This design comes from an exercise in tuning for small area on the open sky130 flow, not from production work.
Function was not checked in any run shown here: the RTL went through the layout flow alone.
No activity file was given, so power comes from the tool's default toggle rates.

===== flow/design.v =====
module lk7_ecc_enc (
    input  wire [95:0] data,
    output reg  [7:0]  check
);
    integer p, b, k;
    always @* begin
        check = 8'd0;
        k = 0;
        for (p = 1; p < 104; p = p + 1) begin
            if ((p & (p - 1)) != 0) begin
                for (b = 0; b < 7; b = b + 1)
                    if (((p >> b) & 1) != 0)
                        check[b] = check[b] ^ data[k];
                k = k + 1;
            end
        end
        check[7] = (^data) ^ (^check[6:0]);
    end
endmodule
module lk7_fetch_check (
    input  wire [95:0]  data,         
    input  wire [7:0]   syndrome,     
    input  wire [11:0]  sched_len,    
    output reg  [95:0]  word,         
    output wire         corrected,
    output wire         uncorrectable,
    output wire         rm_fault,     
    output wire         rm_word,      
    output wire         rm_aux,       
    output wire         sb_fault,     
    output wire [1:0]   sb_field,     
    output wire         pb_fault,     
    output wire [2:0]   pb_class,     
    output wire         exec          
);
    wire [6:0] s_low = syndrome[6:0];
    wire       s_par = syndrome[7];
    assign corrected     = s_par && (s_low <= 7'd103);
    assign uncorrectable = (syndrome != 8'd0) && !corrected;
    integer p, k;
    always @* begin
        word = data;
        k = 0;
        for (p = 1; p < 104; p = p + 1) begin
            if ((p & (p - 1)) != 0) begin
                if (s_par && {25'd0, s_low} == p)
                    word[k] = ~data[k];
                k = k + 1;
            end
        end
    end
    wire [3:0]  mode = word[75:72];
    wire [10:0] aux  = word[86:76];
    wire [2:0]  pwr  = word[89:87];
    wire [5:0]  rsvd = word[95:90];
    reg [10:0] aux_mask;
    always @* begin
        case (mode)
            4'h2:    aux_mask = 11'h007;   
            4'h3:    aux_mask = 11'h1FF;   
            4'h4:    aux_mask = 11'h7FF;   
            4'h5:    aux_mask = 11'h001;   
            4'h6:    aux_mask = 11'h1FF;   
            4'h7:    aux_mask = 11'h003;   
            4'h8:    aux_mask = 11'h03F;   
            4'h9:    aux_mask = 11'h1FF;   
            4'hA:    aux_mask = 11'h001;   
            4'hB:    aux_mask = 11'h3FF;   
            4'hC:    aux_mask = 11'h03F;   
            default: aux_mask = 11'h000;   
        endcase
    end
    wire mode_rsvd = (mode >= 4'hD);
    wire rw = (rsvd != 6'd0);
    wire ra = ((aux & ~aux_mask) != 11'd0);
    reg [3:0] op_bad;
    reg [13:0] op;
    integer i;
    always @* begin
        for (i = 0; i < 4; i = i + 1) begin
            op = word[16 + 14*i +: 14];
            case (op[13:12])
                2'b00: op_bad[i] = !(({1'b0, op[11:0]} < {1'b0, sched_len}) ||
                                     (op[11:0] >= 12'h800 && op[11:0] <= 12'h9FF));
                2'b01: op_bad[i] = (op[11:0] > 12'h00F);
                2'b10: op_bad[i] = (op[11:0] > 12'h3FF);
                default: op_bad[i] = !(op[11:0] == 12'h000 || op[11:0] == 12'h001 ||
                                       op[11:0] == 12'h002 || op[11:0] == 12'h004 ||
                                       op[11:0] == 12'h005 || op[11:0] == 12'h008 ||
                                       (op[11:0] >= 12'h010 && op[11:0] <= 12'h013) ||
                                       (op[11:0] >= 12'h018 && op[11:0] <= 12'h01B));
            endcase
        end
    end
    wire sb_any = (mode != 4'h0) && !mode_rsvd && (op_bad != 4'd0);
    reg [1:0] sb_low;
    always @* begin
        if (op_bad[0])      sb_low = 2'd0;
        else if (op_bad[1]) sb_low = 2'd1;
        else if (op_bad[2]) sb_low = 2'd2;
        else                sb_low = 2'd3;
    end
    reg [2:0] act;
    always @* begin
        case (mode)
            4'h0: act = 3'd0;
            4'h1: act = 3'd1;
            4'h2, 4'h3, 4'hC: act = 3'd2;
            4'h4, 4'hB: act = 3'd3;
            4'h5, 4'h6, 4'h8, 4'h9: act = 3'd4;
            4'h7: act = aux[1] ? 3'd6 : 3'd5;
            4'hA: act = 3'd7;
            default: act = 3'd0;
        endcase
    end
    wire pb_any = !mode_rsvd && (pwr < act);
    assign rm_word  = !uncorrectable && rw;
    assign rm_aux   = !uncorrectable && ra;
    assign rm_fault = !uncorrectable && (rw || ra || mode_rsvd);
    assign sb_fault = !uncorrectable && sb_any;
    assign sb_field = sb_fault ? sb_low : 2'd0;
    assign pb_fault = !uncorrectable && pb_any;
    assign pb_class = pb_fault ? act : 3'd0;
    assign exec     = !uncorrectable && !rm_fault && !sb_fault && !pb_fault;
endmodule
module lk7_g1_fetch #(
    parameter NBP = 8
) (
    input  wire               clk,
    input  wire               rst_n,           
    input  wire               fetch_valid,
    input  wire [11:0]        sched_len,
    input  wire [NBP*104-1:0] fetch_code,
    input  wire               wr_valid,
    input  wire [95:0]        wr_data,
    output reg                out_valid,
    output wire [NBP*96-1:0]  out_word,
    output reg  [NBP*8-1:0]   out_syndrome,
    output wire [NBP-1:0]     out_corrected,
    output wire [NBP-1:0]     out_uncorrectable,
    output wire [NBP-1:0]     out_rm_fault,
    output wire [NBP-1:0]     out_rm_word,
    output wire [NBP-1:0]     out_rm_aux,
    output wire [NBP-1:0]     out_sb_fault,
    output wire [NBP*2-1:0]   out_sb_field,
    output wire [NBP-1:0]     out_pb_fault,
    output wire [NBP*3-1:0]   out_pb_class,
    output wire [NBP-1:0]     out_exec,
    output reg                wr_check_valid,
    output reg  [7:0]         wr_check
);
    wire [NBP*8-1:0] c_syn;
    genvar g;
    generate
        for (g = 0; g < NBP; g = g + 1) begin : bps
            wire [95:0] d = fetch_code[g*104 +: 96];
            wire [7:0]  c = fetch_code[g*104+96 +: 8];
            wire [7:0]  chk;
            lk7_ecc_enc u_enc (.data(d), .check(chk));
            assign c_syn[g*8 +: 8] = {(^d) ^ (^c), chk[6:0] ^ c[6:0]};
        end
    endgenerate
    wire [7:0] enc_check;
    lk7_ecc_enc u_wenc (.data(wr_data), .check(enc_check));
    reg [NBP*96-1:0] r_data;
    reg [11:0]       r_len;
    always @(posedge clk) begin
        if (!rst_n) begin
            out_valid      <= 1'b0;
            wr_check_valid <= 1'b0;
        end else begin
            out_valid      <= fetch_valid;
            wr_check_valid <= wr_valid;
        end
        r_len        <= sched_len;
        out_syndrome <= c_syn;
        wr_check     <= enc_check;
    end
    generate
        for (g = 0; g < NBP; g = g + 1) begin : rd
            always @(posedge clk) r_data[g*96 +: 96] <= fetch_code[g*104 +: 96];
        end
    endgenerate
    generate
        for (g = 0; g < NBP; g = g + 1) begin : bp
            lk7_fetch_check u_chk (
                .data         (r_data[g*96 +: 96]),
                .syndrome     (out_syndrome[g*8 +: 8]),
                .sched_len    (r_len),
                .word         (out_word[g*96 +: 96]),
                .corrected    (out_corrected[g]),
                .uncorrectable(out_uncorrectable[g]),
                .rm_fault     (out_rm_fault[g]),
                .rm_word      (out_rm_word[g]),
                .rm_aux       (out_rm_aux[g]),
                .sb_fault     (out_sb_fault[g]),
                .sb_field     (out_sb_field[g*2 +: 2]),
                .pb_fault     (out_pb_fault[g]),
                .pb_class     (out_pb_class[g*3 +: 3]),
                .exec         (out_exec[g])
            );
        end
    endgenerate
endmodule

===== flow/constraint.sdc =====
create_clock -name core_clock -period 8.0 [get_ports {clk}]
set_input_delay 1.6000 -clock core_clock [delete_from_list [all_inputs] [get_ports {clk}]]
set_output_delay 1.6000 -clock core_clock [all_outputs]
set_load 0.01 [all_outputs]

===== flow/run.sh =====
#!/bin/bash
# synth_recipe.tcl (not shown) runs the flow's synth.tcl, then flattens the netlist and writes it again
# the make line also repeats each setting of config.mk as NAME=value (left out here)
make -C /OpenROAD-flow-scripts/flow DESIGN_CONFIG=/design/flow/config.mk WORK_HOME=/design/flow/orfs CLKGATE_MAP_FILE= SYNTH_SCRIPT=/design/flow/synth_recipe.tcl finish

===== flow/config.mk =====
export PLATFORM = sky130hd
export DESIGN_NAME = lk7_g1_fetch
export DESIGN_NICKNAME = lk7_g1_fetch
export VERILOG_FILES = /design/flow/design.v
export SDC_FILE = /design/flow/constraint.sdc
export NUM_CORES = 4
export LEC_CHECK = 0
export CAP_MARGIN = 20
export CORE_MARGIN = 2
export CORE_UTILIZATION = 50
export SLEW_MARGIN = 20

==> qor.csv, run 1 <==
metric;value;unit
ys_warn_count;3;
synth_edf_count;0;
syn_area;65000;um2
synth_top_area_share;26.3;%
async_flop_share;0;%
avgSynthCellArea;8.76;um2
initial_core_util;50.3;%
rows;132;
failing_step;I/O pin placement;
ys_ff_latch;854;
ys_top_cells_by_count;xnor2_1, dfxtp_1, xor2_1, nand2_1, nor2_1;
fp.dieW;365;um
yosys_most_used_dff;dfxtp_1;
die_h;365;um
ys_types;110;
tool.error;[ERROR PPL-0024] Number of IO pins (1890) exceeds maximum number of available positions (1316). Increase the die perimeter from 1458.46um to 2570.40um.;
synth_area_leaders;dfxtp_1, xnor2_1, xor2_1;
syn-instance-count;7425;
synth_fp_nets;8749;
yosys.area.top_type;dfxtp_1;
synth_sequential_area_ratio;26.3;%
synth.most_common_cell;xnor2_1;
status;stopped before the end;
## cell families after synthesis
kind of cell | after synthesis | share of synthesized area [%]
xor gates and xnor gates | 2573 | 35.3
AOI/OAI and AO/OA | 1047 | 10.9
adders and majority gates | 381 | 7.33
muxes | 12 | 0.194
and+or+nand+nor | 2042 | 16.4
buffers and inverters | 516 | 3.61
DFF | 854 | 26.3
==> run 2, diff against run 1 <==
--- a/flow/design.v
+++ b/flow/design.v
@@ -35,16 +35,27 @@
 );
     wire [6:0] s_low = syndrome[6:0];
     wire       s_par = syndrome[7];
-    assign corrected     = s_par && (s_low <= 7'd103);
-    assign uncorrectable = (syndrome != 8'd0) && !corrected;
+    wire s_big = s_low[6] & s_low[5] & (s_low[4] | s_low[3]);
+    assign corrected     = s_par & ~s_big;
+    assign uncorrectable = s_par ? s_big : (s_low != 7'd0);
+    wire [6:0]  hsel;
+    wire [15:0] lsel;
+    genvar gh, gl;
+    generate
+        for (gh = 0; gh < 7; gh = gh + 1) begin : hd
+            assign hsel[gh] = s_par & (s_low[6:4] == gh);
+        end
+        for (gl = 0; gl < 16; gl = gl + 1) begin : ld
+            assign lsel[gl] = (s_low[3:0] == gl);
+        end
+    endgenerate
     integer p, k;
     always @* begin
         word = data;
         k = 0;
         for (p = 1; p < 104; p = p + 1) begin
             if ((p & (p - 1)) != 0) begin
-                if (s_par && {25'd0, s_low} == p)
-                    word[k] = ~data[k];
+                word[k] = data[k] ^ (hsel[p >> 4] & lsel[p & 15]);
                 k = k + 1;
             end
         end
@@ -70,36 +81,42 @@
             default: aux_mask = 11'h000;   
         endcase
     end
-    wire mode_rsvd = (mode >= 4'hD);
-    wire rw = (rsvd != 6'd0);
-    wire ra = ((aux & ~aux_mask) != 11'd0);
-    reg [3:0] op_bad;
-    reg [13:0] op;
-    integer i;
-    always @* begin
-        for (i = 0; i < 4; i = i + 1) begin
-            op = word[16 + 14*i +: 14];
+    wire mode_rsvd = mode[3] & mode[2] & (mode[1] | mode[0]);
+    wire rw = |rsvd;
+    wire ra = |(aux & ~aux_mask);
+    function lt12(input [11:0] a, input [11:0] b);
+        integer j;
+        reg c;
+        begin
+            c = 1'b0;
+            for (j = 0; j < 12; j = j + 1)
+                c = (~a[j] & b[j]) | ((~a[j] | b[j]) & c);
+            lt12 = c;
+        end
+    endfunction
+    function op_ok(input [13:0] op, input [11:0] L);
+        reg [11:0] x;
+        begin
+            x = op[11:0];
             case (op[13:12])
-                2'b00: op_bad[i] = !(({1'b0, op[11:0]} < {1'b0, sched_len}) ||
-                                     (op[11:0] >= 12'h800 && op[11:0] <= 12'h9FF));
-                2'b01: op_bad[i] = (op[11:0] > 12'h00F);
-                2'b10: op_bad[i] = (op[11:0] > 12'h3FF);
-                default: op_bad[i] = !(op[11:0] == 12'h000 || op[11:0] == 12'h001 ||
-                                       op[11:0] == 12'h002 || op[11:0] == 12'h004 ||
-                                       op[11:0] == 12'h005 || op[11:0] == 12'h008 ||
-                                       (op[11:0] >= 12'h010 && op[11:0] <= 12'h013) ||
-                                       (op[11:0] >= 12'h018 && op[11:0] <= 12'h01B));
+                2'b00: op_ok = lt12(x, L) | (x[11:9] == 3'b100);
+                2'b01: op_ok = (x[11:4] == 8'd0);
+                2'b10: op_ok = (x[11:10] == 2'd0);
+                default: op_ok = (x[11:5] == 7'd0) &
+                                 (x[4] ? ~x[2] :
+                                  (x[3] ? (x[2:0] == 3'd0) : (x[2:0] != 3'd3 && x[2:0] != 3'd6 && x[2:0] != 3'd7)));
             endcase
         end
-    end
-    wire sb_any = (mode != 4'h0) && !mode_rsvd && (op_bad != 4'd0);
-    reg [1:0] sb_low;
-    always @* begin
-        if (op_bad[0])      sb_low = 2'd0;
-        else if (op_bad[1]) sb_low = 2'd1;
-        else if (op_bad[2]) sb_low = 2'd2;
-        else                sb_low = 2'd3;
-    end
+    endfunction
+    wire [3:0] op_bad;
+    genvar gi;
+    generate
+        for (gi = 0; gi < 4; gi = gi + 1) begin : opc
+            assign op_bad[gi] = ~op_ok(word[16 + 14*gi +: 14], sched_len);
+        end
+    endgenerate
+    wire sb_any = (mode != 4'h0) & ~mode_rsvd & (|op_bad);
+    wire [1:0] sb_low = op_bad[0] ? 2'd0 : op_bad[1] ? 2'd1 : op_bad[2] ? 2'd2 : 2'd3;
     reg [2:0] act;
     always @* begin
         case (mode)
@@ -113,15 +130,15 @@
             default: act = 3'd0;
         endcase
     end
-    wire pb_any = !mode_rsvd && (pwr < act);
-    assign rm_word  = !uncorrectable && rw;
-    assign rm_aux   = !uncorrectable && ra;
-    assign rm_fault = !uncorrectable && (rw || ra || mode_rsvd);
-    assign sb_fault = !uncorrectable && sb_any;
+    wire pb_any = (pwr < act);
+    assign rm_word  = ~uncorrectable & rw;
+    assign rm_aux   = ~uncorrectable & ra;
+    assign rm_fault = ~uncorrectable & (rw | ra | mode_rsvd);
+    assign sb_fault = ~uncorrectable & sb_any;
     assign sb_field = sb_fault ? sb_low : 2'd0;
-    assign pb_fault = !uncorrectable && pb_any;
+    assign pb_fault = ~uncorrectable & pb_any;
     assign pb_class = pb_fault ? act : 3'd0;
-    assign exec     = !uncorrectable && !rm_fault && !sb_fault && !pb_fault;
+    assign exec     = ~uncorrectable & ~(rw | ra | mode_rsvd) & ~sb_any & ~pb_any;
 endmodule
 module lk7_g1_fetch #(
     parameter NBP = 8
--- a/flow/config.mk
+++ b/flow/config.mk
@@ -6,6 +6,6 @@
 export NUM_CORES = 4
 export LEC_CHECK = 0
 export CAP_MARGIN = 20
-export CORE_MARGIN = 2
-export CORE_UTILIZATION = 50
+export CORE_AREA = 2 2 898 148
+export DIE_AREA = 0 0 900 150
 export SLEW_MARGIN = 20
==> qor.csv, run 2 <==
metric;value;unit;change
syn-instance-count;7556;;+1.8%
fmax;0.129;GHz;
arrival;6.15;ns;
post_drt_wl_per_cell;29.7;um;
clkSlewWorstSetupHoldPaths;0.09;ns;
finalMaxSlewViolations;0;;
synth_fp_nets;8516;;-2.7%
holdCritStartpoint;sched_len[4];;
ys_warn_count;3;;unchanged
status;complete, no violations;;
htree_levels;3;;
detail_route.iter0.violations;11100;;
slowest_stage;dfxtp_1;;
cts_buffers;67;;
pwr_density_cell;260;nW/um2;
grt_usage;45.8;%;
ys_types;110;;unchanged
dp_hpwl;270000;um;
syn2layout_area_growth;35.9;%;
holdBufCountCts;0;;
synth.most_common_cell;xnor2_1;;
grt_pass1_vias;61700;;
endpoint_kind;output pin;;
p_int;12.4;mW;
final_common_cell;xnor2_1;;
syn_area;63400;um2;-2.5%
grt_antenna_before_repair;19;;
synth_top_area_share;27.0;%;+0.67 points
slew_headroom;16.8;%;
min_path_type;in -> reg;;
cp_top_family;compound AO/OA/AOI/OAI gates;;
hold_depth;1;;
fin_crit;7.75;ns;
drv_cap;0;;
finalNonFillerCells;11100;;
cp_max_fo;23;;
ios;1890;;
avgSynthCellArea;8.39;um2;-4.2%
grt_max_degree;39;;
tns;0;ns;
cp.required;6.40;ns;
die_h;150;um;-59%
ys_top_cells_by_count;xnor2_1, dfxtp_1, nand2_1, nor2_1, xor2_1;;
rsz0062_at_grt;false;;
cp_cell_sequence;and4bb_2 > nand2_1 > xor2_1 > inv_1 > a222oi_1 > o221a_2 > o211ai_1 > and3_1 > a221oi_1 > o2111ai_1 > a2111oi_2 > clkdlybuf4s50_1;;
min_to;r_len[4];;
fin_crit_sh;96.8;%;
cp-start-kind;flop;;
io_buffers;1889;;
hold_viol_final;0;;
combinationalPowerShare;56.2;%;
finalWorstSetupSlack;0.255;ns;
largest_register_ffs;768;;
wl;329000;um;
top_register;r_data;;
cts_root_buf;clkbuf_16;;
drive_above_1_share;4.50;%;
dp_cells;10900;;
synth_sequential_area_ratio;27.0;%;+0.67 points
critPathMaxStageDelay;0.95;ns;
reg.largest.list;r_data (768), out_syndrome (64), r_len (12);;
seqPwrFrac;26.3;%;
core_region_area;129000;um2;
initial_core_util;49.1;%;-1.2 points
place_ws;0.793;ns;
power_switching;9.92;mW;
vias;67900;;
vdd_drop_max;252;uV;
swShare;44.3;%;
async_flop_share;0;%;unchanged
fp.dieW;900;um;+150%
final-setup-viol-count;0;;
ys_ff_latch;854;;unchanged
nets;10200;;
worstMarginPinSlew;1.23;ns;
crit_buf_inv;2;;
cts_tree;built;;
die_area;135000;um2;
crit_type;reg -> out;;
postRouteAntennaNets;0;;
fill_cells;10700;;
final_cell_mix;xnor2_1, clkdlybuf4s50_1, dfxtp_1;;
yosys.area.top_type;dfxtp_1;;
synth_edf_count;0;;unchanged
cts_buffer_depth;3;;
grt_overflow;0;;
clock_sinks;854;;
p_clk_share;17.6;%;
vias_per_cell;6.13;;
grt_pass1_wl;449000;um;
rows;53;;-60%
yosys_most_used_dff;dfxtp_1;;
route.detailed.drc;0;;
synth_area_leaders;dfxtp_1, xnor2_1, xor2_1;;
p_leak;30.7;nW;
gp_congestion;1.08;;
first_pass_iters;27;;
## run 2: kinds of logic (layout without fill, tap and decap cells)
group | count (synthesis) | in the layout | synth area share [%]
adder cells (fa/ha/maj) | 72 | 72 | 1.21
XOR/XNOR | 2512 | 2512 | 35.4
multiplexers | 6 | 6 | 0.0967
AND/OR/NAND/NOR | 2058 | 2058 | 17.4
flip-flops | 854 | 854 | 27.0
buffers and inverters | 773 | 2516 | 5.20
AO/OA/AOI/OAI | 1281 | 1281 | 13.8
other | 0 | 19 | 0
## run 2: what timing repair did
| item | 4_1_cts | 5_1_grt |
|---|---|---|
| setup buffers | 0 | 0 |
| endpoints found under the setup margin | 0 | 1 |
| resized for setup | 0 | 2 |
## run 2: layer usage
metal,GRT usage (%),up-vias,part of all wire (%)
met1,62.9,32700,40
met4,12.2,12,3.4
met5,2.82,-,0.18
met3,19.8,883,16
met2,64.8,5231,40
li1,-,29100,-
## run 2: worst max path at each step
stage	start	end	depth (start not counted)
after global placement	out_syndrome[25]	out_exec[3]	11
after CTS	out_syndrome[24]	out_exec[3]	11
after detailed placement	out_syndrome[24]	out_exec[3]	11
after global routing	out_syndrome[3]	out_exec[0]	11
after floorplan	out_syndrome[51]	out_exec[6]	14
final	out_syndrome[43]	out_exec[5]	12
## run 2: layout make-up
class	instances	area [um2]	share of cell area (%)
flip-flops and latches	854	17100	19.9
clock inverters	29	328	0.380
clock buffers	92	1940	2.25
diodes	19	47.5	0.0552
inverters	361	1360	1.57
well taps	1760	2200	2.56
multi-input cells	5929	43200	50.1
repair buffers	2034	20000	23.2
## run 2: per-stage QoR
step	cell area (um2)	util (%)	hold WS (ns)	power [mW]
global route	86200	66.7	1.32	23.0
finish	86200	66.8	1.33	22.4
detailed placement	83800	64.9	2.04	17.9
floorplan	63400	-	1.63	13.3
global placement	83800	64.9	2.04	17.7
CTS	86100	66.7	1.31	21.8
## run 2: power by group through the flow
stage          registers [mW]  clock network [mW]  logic [mW]
6_report                 5.88                3.93        12.6
5_1_grt                  5.93                4.04        13.0
4_1_cts                  5.78                3.86        12.1
3_5_place_dp             5.88                   0        12.0
3_3_place_gp             5.80                   0        11.9
2_1_floorplan            5.21                   0        8.11
==> run 3, diff against run 2 <==
--- a/flow/config.mk
+++ b/flow/config.mk
@@ -6,6 +6,6 @@
 export NUM_CORES = 4
 export LEC_CHECK = 0
 export CAP_MARGIN = 20
-export CORE_AREA = 2 2 898 148
-export DIE_AREA = 0 0 900 150
+export CORE_AREA = 10 10 690 690
+export DIE_AREA = 0 0 700 700
 export SLEW_MARGIN = 20
==> qor.csv, run 3 <==
metric;value;unit;change
status;complete, no violations;;
die_h;700;um;+370%
clock_sinks;854;;unchanged
fp.dieW;700;um;-22%
cts_buffers;117;;+75%
cp.required;6.40;ns;about the same
grt_antenna_before_repair;144;;+125
pwr_density_cell;273;nW/um2;+5.0%
vias;69600;;+2.5%
grt_pass1_vias;65800;;+6.6%
synth_edf_count;0;;unchanged
place_area;90000;um2;+7.3%
synth_top_area_share;27.0;%;unchanged
combinationalPowerShare;55.4;%;-0.8 points
io_buffers;1889;;unchanged
ys_ff_latch;854;;unchanged
clkSlewWorstSetupHoldPaths;0.06;ns;-0.03 ns
power;25.7;mW;+15%
cts_root_buf;clkbuf_16;;
synth_area_leaders;dfxtp_1, xnor2_1, xor2_1;;
ios;1890;;unchanged
initial_core_util;13.8;%;-35 points
slew_headroom;12.1;%;-4.7 points
grt_usage;22.5;%;-23 points
gp_congestion;1.03;;-4.9%
multi_input_comb_area;43300;um2;+0.20%
crit_type;reg -> out;;
htree_levels;3;;unchanged
avgSynthCellArea;8.39;um2;unchanged
p_leak;31.9;nW;+4.0%
syn-instance-count;7556;;unchanged
ys_warn_count;3;;unchanged
cp_max_fo;21;;-8.7%
worstMarginPinSlew;1.31;ns;+0.0794 ns
fin_crit;7.83;ns;+0.0844 ns
vias_per_cell;4.44;;-28%
vdd_drop_max;346;uV;+38%
synth_sequential_area_ratio;27.0;%;unchanged
swShare;46.4;%;+2.1 points
p_int;13.8;mW;+11%
nets;10300;;+1.3%
cts_tree;built;;
cts_buffer_depth;4;;+1
core_region_area;460000;um2;+260%
synth_fp_nets;8516;;unchanged
async_flop_share;0;%;unchanged
dp_hpwl;512000;um;+90%
hold_viol_final;0;;unchanged
first_pass_iters;10;;-63%
arrival;6.23;ns;+0.08 ns
seqPwrFrac;22.8;%;-3.5 points
ff_latch_area;17100;um2;about the same
syn2layout_area_growth;48.6;%;
post_drt_wl_per_cell;37.4;um;+26%
yosys_most_used_dff;dfxtp_1;;
endpoint_kind;output pin;;
grt_overflow;0;;unchanged
power_switching;11.9;mW;+20%
final_cell_mix;xnor2_1, clkdlybuf4s50_1, dfxtp_1;;
holdBufCountCts;0;;unchanged
wl;587000;um;+79%
die_area;490000;um2;+260%
drv_cap;0;;unchanged
syn_area;63400;um2;unchanged
fill_cells;51400;;+380%
grt_max_degree;52;;+33%
route.detailed.drc;0;;unchanged
fmax;0.128;GHz;-1.1%
top_register;r_data;;
largest_register_ffs;768;;unchanged
utilization;20.5;%;-46 points
rows;249;;+370%
drive_above_1_share;6.55;%;+2.1 points
cp-start-kind;flop;;
ys_top_cells_by_count;xnor2_1, dfxtp_1, nand2_1, nor2_1, xor2_1;;
detail_route.iter0.violations;9075;;-18%
final-setup-viol-count;0;;unchanged
final_common_cell;xnor2_1;;
synth.most_common_cell;xnor2_1;;
p_clk_share;21.8;%;+4.2 points
postRouteAntennaNets;0;;unchanged
ys_types;110;;unchanged
finalMaxSlewViolations;0;;unchanged
min_path_type;in -> reg;;
yosys.area.top_type;dfxtp_1;;
fin_crit_sh;97.9;%;+1.1 points
reg.largest.list;r_data (768), out_syndrome (64), r_len (12);;
grt_pass1_wl;732000;um;+63%
finalInstanceArea;94200;um2;+9.3%
-- run 3: cell counts after synthesis --
Identical to the previous run, type by type.
-- run 3: timing repair --
| item | CTS | global route |
|---|---|---|
| buffers inserted | 0 | 5 |
| endpoints found under the setup margin | 3 | 10 |
| resized for setup | 3 | 10 |
| pin swaps | 0 | 2 |
-- run 3: final timing paths --
path                         start          end  slack [ns]  cells past startpoint
setup / recovery  out_syndrome[27]  out_exec[3]        0.17                     13
hold / removal       sched_len[10]    r_len[10]        1.13                      1
-- run 3: cell type report --
type,count,share of cell area [%]
sequential,854,18.2
timing repair buffer,2116,21.9
multi-input combinational,5929,45.9
clock inverter,62,0.696
tap,6149,8.17
inverter,361,1.46
clock buffer,147,3.49
antenna,79,0.210
-- run 3: metrics by stage --
stage	setup slack [ns]	std cells	hold WS, ns	TNS (ns)
floorplan	2.85	7556	1.63	0
global route	-0.00697	15700	1.09	-0.00697
CTS	0.0353	15600	1.05	0
finish	0.171	15700	1.13	0
global placement	0.729	15400	2.04	0
detailed placement	0.816	15400	2.05	0
-- run 3: routing by layer --
layer,global-route usage [%],share of wire [%],up-vias
li1,-,-,29400
met1,28.2,40,34600
met2,34.7,43,4688
met3,9.46,12,838
met4,7.61,4.1,34
met5,0,0.039,-
-- run 3: logic make-up after synthesis --
logic type | count (synthesis) | synth area share (%)
AOI/OAI and AO/OA | 1281 | 13.8
xor gates and xnor gates | 2512 | 35.4
adders and majority gates | 72 | 1.21
buffers and inverters | 773 | 5.20
DFF | 854 | 27.0
muxes | 6 | 0.0967
and+or+nand+nor | 2058 | 17.4
-- run 3: worst max-delay path: stages, from the launching register on --
cell,delay [ns]
dfxtp_1,0.76
buf_4,0.29
nor4bb_1,0.46
buf_4,0.23
nand2_1,0.07
xor2_1,0.37
a21oi_1,0.13
maj3_1,0.38
a311oi_1,0.29
o2111ai_1,0.30
nor3_1,0.67
nand3_1,0.26
a2111oi_2,0.48
clkdlybuf4s50_1,0.70
-- run 3: power groups by stage --
stage	combinational (mW)	clock (mW)	sequential (mW)
after floorplan	8.11	0	5.21
after global placement	14.0	0	5.83
after detailed placement	13.9	0	5.87
after CTS	14.0	5.69	5.78
after global routing	14.7	5.81	5.91
final	14.2	5.60	5.85
==> run 4, diff against run 3 <==
==> flow/flow/run.sh (new file) <==
#!/bin/bash
# Own layout flow: the standard layout (standard.sh), with two changes:
#  - synthesis maps with an area-oriented ABC script (flow/area.abc) and does not
#    extract half/full adders; registers and their names are those of the standard
#    synthesis (same script otherwise: synth_recipe.tcl with ORFS synth.tcl);
#  - the port buffers that global placement inserts are sky130_fd_sc_hd__buf_1.
set -euo pipefail
W=$(pwd)
mkdir -p "$W/custom"
# ORFS synth.tcl with the final ABC call using flow/area.abc
sed 's|log_cmd abc {\*}\$abc_args|log_cmd abc -script $::env(MY_ABC_SCRIPT) {*}[lrange $abc_args 2 end]|' \
    "$FLOW_HOME/scripts/synth.tcl" > "$W/custom/synth.tcl"
grep -q 'MY_ABC_SCRIPT' "$W/custom/synth.tcl"
sed "s|source \$::env(SCRIPTS_DIR)/synth.tcl|source $W/custom/synth.tcl|" \
    "$W/synth_recipe.tcl" > "$W/custom/synth_recipe.tcl"
grep -q "$W/custom/synth.tcl" "$W/custom/synth_recipe.tcl"
export MY_ABC_SCRIPT="$W/flow/area.abc"
bash "$W/standard.sh" \
    "SYNTH_SCRIPT=$W/custom/synth_recipe.tcl" \
    "ADDER_MAP_FILE=" \
    "BUFFER_PORTS_ARGS=-buffer_cell sky130_fd_sc_hd__buf_1" \
    finish > "$W/flow_make.log" 2>&1
==> flow/flow/area.abc (new file) <==
&get -n
&st
&dch
&nf -a
&st
&syn2
&synch2
&nf -a
&put
==> flow/standard.sh (new file) <==
#!/bin/bash
# synth_recipe.tcl (not shown) runs the flow's synth.tcl, then flattens the netlist and writes it again
# the make line also repeats each setting of config.mk as NAME=value (left out here)
make -C /OpenROAD-flow-scripts/flow DESIGN_CONFIG=/design/flow/config.mk WORK_HOME=/design/flow/orfs CLKGATE_MAP_FILE= SYNTH_SCRIPT=/design/flow/synth_recipe.tcl "${@:-finish}"
--- a/flow/config.mk
+++ b/flow/config.mk
@@ -6,6 +6,6 @@
 export NUM_CORES = 4
 export LEC_CHECK = 0
 export CAP_MARGIN = 20
-export CORE_AREA = 10 10 690 690
-export DIE_AREA = 0 0 700 700
+export CORE_AREA = 2 2 898 148
+export DIE_AREA = 0 0 900 150
 export SLEW_MARGIN = 20
removed: flow/run.sh
==> qor.csv, run 4 <==
metric;value;unit;change
crit_type;reg -> out;;
multi_input_comb_area;37800;um2;-13%
ff_latch_area;17100;um2;-0.14%
final_cell_mix;xnor2_1, buf_1, dfxtp_1;;
yosys_most_used_dff;dfxtp_1;;
endpoint_kind;output pin;;
dp_cells;10200;;-34%
fmax;0.129;GHz;+0.99%
rows;53;;-79%
slew_headroom;7.83;%;-4.2 points
async_flop_share;0;%;unchanged
drv_cap;0;;unchanged
finalMaxSlewViolations;0;;unchanged
core_region_area;129000;um2;-72%
combinationalPowerShare;53.5;%;-1.9 points
p_leak;22.8;nW;-29%
drive_above_1_share;4.10;%;-2.4 points
syn-instance-count;6464;;-14%
finalNonFillerCells;10400;;-34%
ios;1890;;unchanged
final-setup-viol-count;0;;unchanged
min_path_type;in -> reg;;
worstMarginPinSlew;1.37;ns;+0.0629 ns
arrival;6.15;ns;-0.08 ns
power_switching;9.82;mW;-18%
seqPwrFrac;27.1;%;+4.3 points
clkSlewWorstSetupHoldPaths;0.09;ns;+0.03 ns
cts_root_buf;clkbuf_16;;
htree_levels;3;;unchanged
rsz0062_at_grt;false;;
grt_antenna_before_repair;47;;-67%
cts_buffer_depth;3;;-1
initial_core_util;43.8;%;+30 points
top_register;r_data;;
final_common_cell;xnor2_1;;
grt_overflow;0;;unchanged
largest_register_ffs;768;;unchanged
tns;0;ns;unchanged
p_int;11.2;mW;-18%
vias;62800;;-9.8%
cp.required;6.40;ns;about the same
io_buffers;1889;;unchanged
syn_area;56600;um2;-11%
fin_crit;7.75;ns;-0.0766 ns
vias_per_cell;6.06;;+37%
hold_viol_final;0;;unchanged
fill_cells;12600;;-76%
clock_sinks;854;;unchanged
synth_fp_nets;7408;;-13%
swShare;46.7;%;+0.24 points
fp.dieW;900;um;+29%
die_h;150;um;-79%
ys_ff_latch;854;;unchanged
cp-start-kind;flop;;
synth_top_area_share;30.2;%;+3.2 points
first_pass_iters;28;;+18
gp_congestion;1.30;;+26%
detail_route.iter0.violations;12000;;+33%
synth_sequential_area_ratio;30.2;%;+3.2 points
ys_warn_count;3;;unchanged
synth_edf_count;0;;unchanged
holdBufCountCts;0;;unchanged
die_area;135000;um2;-72%
postRouteAntennaNets;0;;unchanged
pwr_density_cell;303;nW/um2;+11%
cp_max_fo;18;;-14%
grt_pass1_wl;462000;um;-37%
syn2layout_area_growth;22.7;%;
cts_buffers;67;;-43%
slowest_stage;nor4bb_2;;
ys_types;71;;-35%
synth.most_common_cell;xnor2_1;;
wl;357000;um;-39%
grt_max_degree;34;;-35%
critPathMaxStageDelay;0.88;ns;+0.12 ns
yosys.area.top_type;dfxtp_1;;
reg.largest.list;r_data (768), out_syndrome (64), r_len (12);;
synth_area_leaders;dfxtp_1, xnor2_1, xor2_1;;
p_clk_share;19.4;%;-2.4 points
ys_top_cells_by_count;xnor2_1, dfxtp_1, xor2_1, nand2_1, nor2_1;;
post_drt_wl_per_cell;34.5;um;-7.8%
grt_pass1_vias;54300;;-18%
cp_cell_sequence;nor4bb_2 > buf_4 > nand2_1 > xor2_1 > clkinv_1 > a22oi_1 > a222oi_1 > a21oi_1 > maj3_1 > maj3_1 > a21oi_1 > o21ai_0 > a221oi_1 > o31ai_1 > a31oi_1 > nor4_1 > buf_1;;
fin_crit_sh;96.9;%;-0.96 points
grt_usage;49.9;%;+27 points
dp_hpwl;303000;um;-41%
status;complete, no violations;;
cts_tree;built;;
nets;9455;;-8.6%
route.detailed.drc;0;;unchanged
vdd_drop_max;344;uV;-0.71%
avgSynthCellArea;8.76;um2;+4.4%
-- run 4: changes by cell type after synthesis, moves of 120 or more --
cell and change:
inv_1 -352, a21oi_1 -120, nor2_1 -122, xor2_1 +121, clkbuf_1 -245, clkinv_1 +395
-- run 4: through the flow --
stage | util (%) | total power [mW] | hold slack (ns) | instance area (um2) | worst slack, ns
finish | 53.8 | 21.1 | 0.980 | 69400 | 0.247
detailed placement | 51.7 | 16.3 | 1.69 | 66700 | 1.04
CTS | 53.5 | 20.3 | 0.967 | 69100 | 0.235
floorplan | - | 12.5 | 1.63 | 56600 | 1.55
global route | 53.8 | 21.4 | 0.975 | 69400 | 0.0876
global placement | 51.7 | 16.2 | 1.69 | 66700 | 1.23
-- run 4: power groups by stage --
stage               clock (mW)  combinational, mW  sequential, mW
global route              4.18               11.5            5.75
floorplan                    0               6.94            5.52
CTS                       3.99               10.7            5.61
global placement             0               10.6            5.63
finish                    4.08               11.3            5.71
detailed placement           0               10.6            5.71
-- run 4: final cells by class --
class	instances	area share, %
Antenna cell	50	0.180
Clock buffer	90	2.77
Clock inverter	29	0.656
Inverter	402	2.17
Multi-Input combinational cell	5136	54.4
Sequential cell	854	24.7
Tap cell	1760	3.17
Timing Repair Buffer	2050	12.0
-- run 4: critical path: cells and delay by family, from the launching register on --
kind | cells | cell delay, ns
AOI/OAI and AO/OA | 8 | 2.12
and+or+nand+nor | 3 | 1.26
DFF | 1 | 0.71
buffers and inverters | 3 | 0.66
xor gates and xnor gates | 1 | 0.36
adders and majority gates | 2 | 0.35
-- run 4: logic make-up (layout without fill, tap and decap cells) --
| kind of cell | Yosys count | in the layout | share of synthesized area, % |
|---|---|---|---|
| other | 0 | 50 | 0 |
| adder cells (fa/ha/maj) | 75 | 75 | 1.33 |
| flip-flops | 854 | 854 | 30.2 |
| AND/OR/NAND/NOR | 1682 | 1682 | 14.7 |
| multiplexers | 1 | 1 | 0.0177 |
| AO/OA/AOI/OAI | 777 | 777 | 9.22 |
| buffers and inverters | 474 | 2571 | 3.62 |
| XOR/XNOR | 2601 | 2601 | 40.9 |
-- run 4: repair_timing --
action                                  in CTS  in global routing
gates resized for setup                      0                  9
endpoints found under the setup margin       0                  7
buffers inserted                             0                  3
-- run 4: final timing paths --
path,startpoint,endpoint,slack (ns),cells past startpoint
worst min-delay path,sched_len[4],r_len[4],0.98,1
worst max-delay path,out_syndrome[18],out_exec[2],0.25,17
-- run 4: per-layer routing --
metal / GRT usage, % / up-vias / routed length, um
met2: 63.4 / 5584 / 129000
met1: 64.7 / 30500 / 139000
li1: - / 25600 / -
met5: 15.0 / - / 2450
met3: 34.2 / 1080 / 72200
met4: 14.6 / 32 / 14600

[port drivers added, routing unchanged]
In the flow no input, the clock included, has a driving cell. The finished layouts below were timed again as built, in two steps.
Step 1 assumes that a clkbuf_16 drives the clock port and a buf_2 every other input.
Step 2 moves the port delays by t, midway between the first and last clock arrival at a register: inputs arrive t later, outputs are due t later. That takes back most of the time a late clock gives input paths.
Three values: ideal, step 1, step 2; two values: the first two.
run | t (ns) | setup slack, ns | hold slack, ns
run 2 | 0.780 | 0.255 / 0.156 / 0.936 | 1.327 / 1.271 / 2.051
run 3 | 0.950 | 0.171 / 0.075 / 1.024 | 1.133 / 1.078 / 2.027
run 4 | 0.811 | 0.247 / 0.129 / 0.940 | 0.980 / 0.924 / 1.736
After both steps setup and hold are still met in every run listed.
